Source: an optimization exercise on an open RTL-to-GDS flow (aim: small area, a short achievable clock period and few clock cycles). Production flows keep margins and buffers that such runs may drop.
Function was checked by simulation only, so behaviour that the tests miss may differ from the original.

## ro_decide
module ro_decide (
    input  wire         clk,
    input  wire         rst,
    input  wire         in_valid,
    output wire         in_ready,
    input  wire         in_first,
    input  wire         in_last,
    input  wire [15:0]  in_yi,
    input  wire [15:0]  in_yq,
    input  wire [31:0]  in_w,           
    input  wire [4:0]   cfg_int_shift,
    input  wire [2:0]   cfg_plane_en,
    input  wire [15:0]  cfg_state_map,
    input  wire [47:0]  cfg_a,          
    input  wire [47:0]  cfg_b,
    input  wire [95:0]  cfg_c,          
    input  wire [47:0]  cfg_k,
    input  wire [14:0]  cfg_k_sh,       
    output reg          res_valid,
    output reg  [31:0]  res_i,
    output reg  [31:0]  res_q,
    output reg          res_sat,
    output reg  [2:0]   res_sides,
    output reg  [1:0]   res_state,
    output reg  [15:0]  res_quality
);
Size: about 9,000 cells after synthesis, about 900 flip-flops, ~77,000 um2 of cells after synthesis.
clock: 11.0 ns
lec_check: 0
abc_area: 1
cap_margin: 20
core_margin: 2
core_utilization: 40
cts_buf_list: sky130_fd_sc_hd__clkbuf_4 sky130_fd_sc_hd__clkbuf_8
slew_margin: 20
standard.sh (not shown) runs the stock make flow with config.mk's settings and CLKGATE_MAP_FILE= SYNTH_SCRIPT=/design/flow/synth_recipe.tcl, a recipe that flattens the netlist after the stock synthesis.
==> flow/flow/run.sh <==
#!/bin/bash
# The standard layout (standard.sh, its synthesis unchanged), with the port
# buffers made of the smallest buffer cell instead of the placer's default, and
# timing repair aiming 5.5 ns below the clock period.
set -euo pipefail
bash standard.sh "BUFFER_PORTS_ARGS=-buffer_cell sky130_fd_sc_hd__buf_1" SETUP_SLACK_MARGIN=5.5 finish > standard.log 2>&1
Testbench counts at the start, summed over its fixed seeds: cycles 79,959.
==> next run, changes <==
--- a/flow/design.v
+++ b/flow/design.v
@@ -155,26 +155,26 @@
     wire [16:0] rb0_e = m0_ta  ? {1'b0, u0[15:0]}  : rb0;
     wire [16:0] rb1_e = m0_ta  ? {1'b0, u0[31:16]} : rb1;
     wire [16:0] ib0_e = m1_ta1 ? {1'b0, u1[15:0]}  : m1_ta2 ? {1'b0, u0[15:0]}  : ib0;
     wire [16:0] ib1_e = m1_ta1 ? {1'b0, u1[31:16]} : m1_ta2 ? {1'b0, u0[31:16]} : ib1;
     wire [33:0] m00a, m00b, m01a, m01b, m10a, m10b, m11a, m11b;
     rd_mul u_m00 (.a(ra0), .b(rb0_e), .ra(m00a), .rb(m00b));
     rd_mul u_m01 (.a(ra1), .b(rb1_e), .ra(m01a), .rb(m01b));
     rd_mul u_m10 (.a(ia0), .b(ib0_e), .ra(m10a), .rb(m10b));
     rd_mul u_m11 (.a(ia1), .b(ib1_e), .ra(m11a), .rb(m11b));
     reg  [33:0] p00a, p00b, p01a, p01b, p10a, p10b, p11a, p11b;
     always @(posedge clk) begin
         first_a <= first_m;
-        p00a <= m00a; p00b <= m00b; p01a <= m01a; p01b <= m01b;
-        p10a <= m10a; p10b <= m10b; p11a <= m11a; p11b <= m11b;
+        p00a <= ~m00a; p00b <= ~m00b; p01a <= ~m01a; p01b <= ~m01b;
+        p10a <= ~m10a; p10b <= ~m10b; p11a <= ~m11a; p11b <= ~m11b;
     end
     reg  c0_acc, c0_da, c0_db, c0_x2, c0_tk, c0_tb, c0_sh;
     reg  c1_acc, c1_da, c1_db, c1_y2, c1_tk1, c1_tk2, c1_tb, c1_sh;
     always @(posedge clk) begin
         if (rst) begin
             m0_ta <= 1'b0; m1_ta1 <= 1'b0; m1_ta2 <= 1'b0;
             c0_acc <= 1'b0; c0_da <= 1'b0; c0_db <= 1'b0; c0_x2 <= 1'b0;
             c0_tk <= 1'b0; c0_tb <= 1'b0; c0_sh <= 1'b0;
             c1_acc <= 1'b0; c1_da <= 1'b0; c1_db <= 1'b0; c1_y2 <= 1'b0;
             c1_tk1 <= 1'b0; c1_tk2 <= 1'b0; c1_tb <= 1'b0; c1_sh <= 1'b0;
         end else begin
             m0_ta  <= st[7];
@@ -205,27 +205,27 @@
         {33'd0, {17{c0_tk}} & k0} |
         ({50{c0_tb}}  & {16'd0, acc0[49:16]});
     wire        cin0 = c0_da;
     wire [49:0] fb1 =
         ({50{c1_acc}} & acc1) |
         ({50{c1_da}}  & {~{{3{c1[31]}}, c1}, 15'h7FFF}) |
         ({50{c1_db}}  & acc1) |
         ({50{c1_y2}}  & {~{{3{c2[31]}}, c2}, 15'h7FFF}) |
         {33'd0, ({17{c1_tk1}} & k1) | ({17{c1_tk2}} & k2)} |
         ({50{c1_tb}}  & {16'd0, acc1[49:16]});
     wire        cin1 = c1_da | c1_y2;
     wire [49:0] y0, y1;
-    rd_acc u_a0 (.r0a(p00a), .r0b(p00b), .r1a(p01a), .r1b(p01b),
+    rd_acc u_a0 (.r0a(~p00a), .r0b(~p00b), .r1a(~p01a), .r1b(~p01b),
                  .sh1(c0_sh), .fb(fb0), .cin(cin0), .y(y0));
-    rd_acc u_a1 (.r0a(p10a), .r0b(p10b), .r1a(p11a), .r1b(p11b),
+    rd_acc u_a1 (.r0a(~p10a), .r0b(~p10b), .r1a(~p11a), .r1b(~p11b),
                  .sh1(c1_sh), .fb(fb1), .cin(cin1), .y(y1));
     always @(posedge clk) begin
         acc0 <= y0;
         acc1 <= y1;
     end
     reg        sgn0, sgn1, sgn2;
     reg        t15_0, t15_1;
     reg [4:0]  ksh0, ksh2;
     reg        en0, en2;
     wire        q_from0 = st[11];
     wire [48:0] qy   = q_from0 ? {acc0[47:0], t15_0} : {acc1[47:0], t15_1};
     wire [4:0]  qsh  = st[10] ? k_sh[9:5] : st[11] ? ksh0 : ksh2;
Cell area decreases slightly; sequential share of layout area increases by 0.29 points; clock skew grows by 0.067 ns; flip-flop and latch count stays the same; routed wire length is lower by a little under a tenth; global-route usage went down by 2.1 points.
Testbench counts after the change, summed over its fixed seeds: cycles 79,959.

-- static timing again, ports no longer ideal --
In the flow no input, the clock included, has a driving cell. The finished layouts below were timed again as built, in two steps.
Step 1 assumes that a clkbuf_16 drives the clock port and a buf_2 every other input.
Step 2, shift: input delay + t, output delay - t, t = (earliest + latest rising clock arrival at the registers) / 2. This alone moves slack from input paths to output paths.
a / b / c = no drivers / after step 1 / after step 2; a / b = the first two.
run	t, ns	setup slack, ns	worst data-port slew with drivers (ns)	pins driven straight from the clock port
the first run	1.087	5.508 / 5.508 / 5.508	0.12	1
the second run	1.077	5.534 / 5.534 / 5.189	0.25	1
After both steps setup and hold are still met in every run listed. For the second run, which loses most, drivers alone change the setup slack by 0.000 ns; drivers and shift together by -0.345 ns.
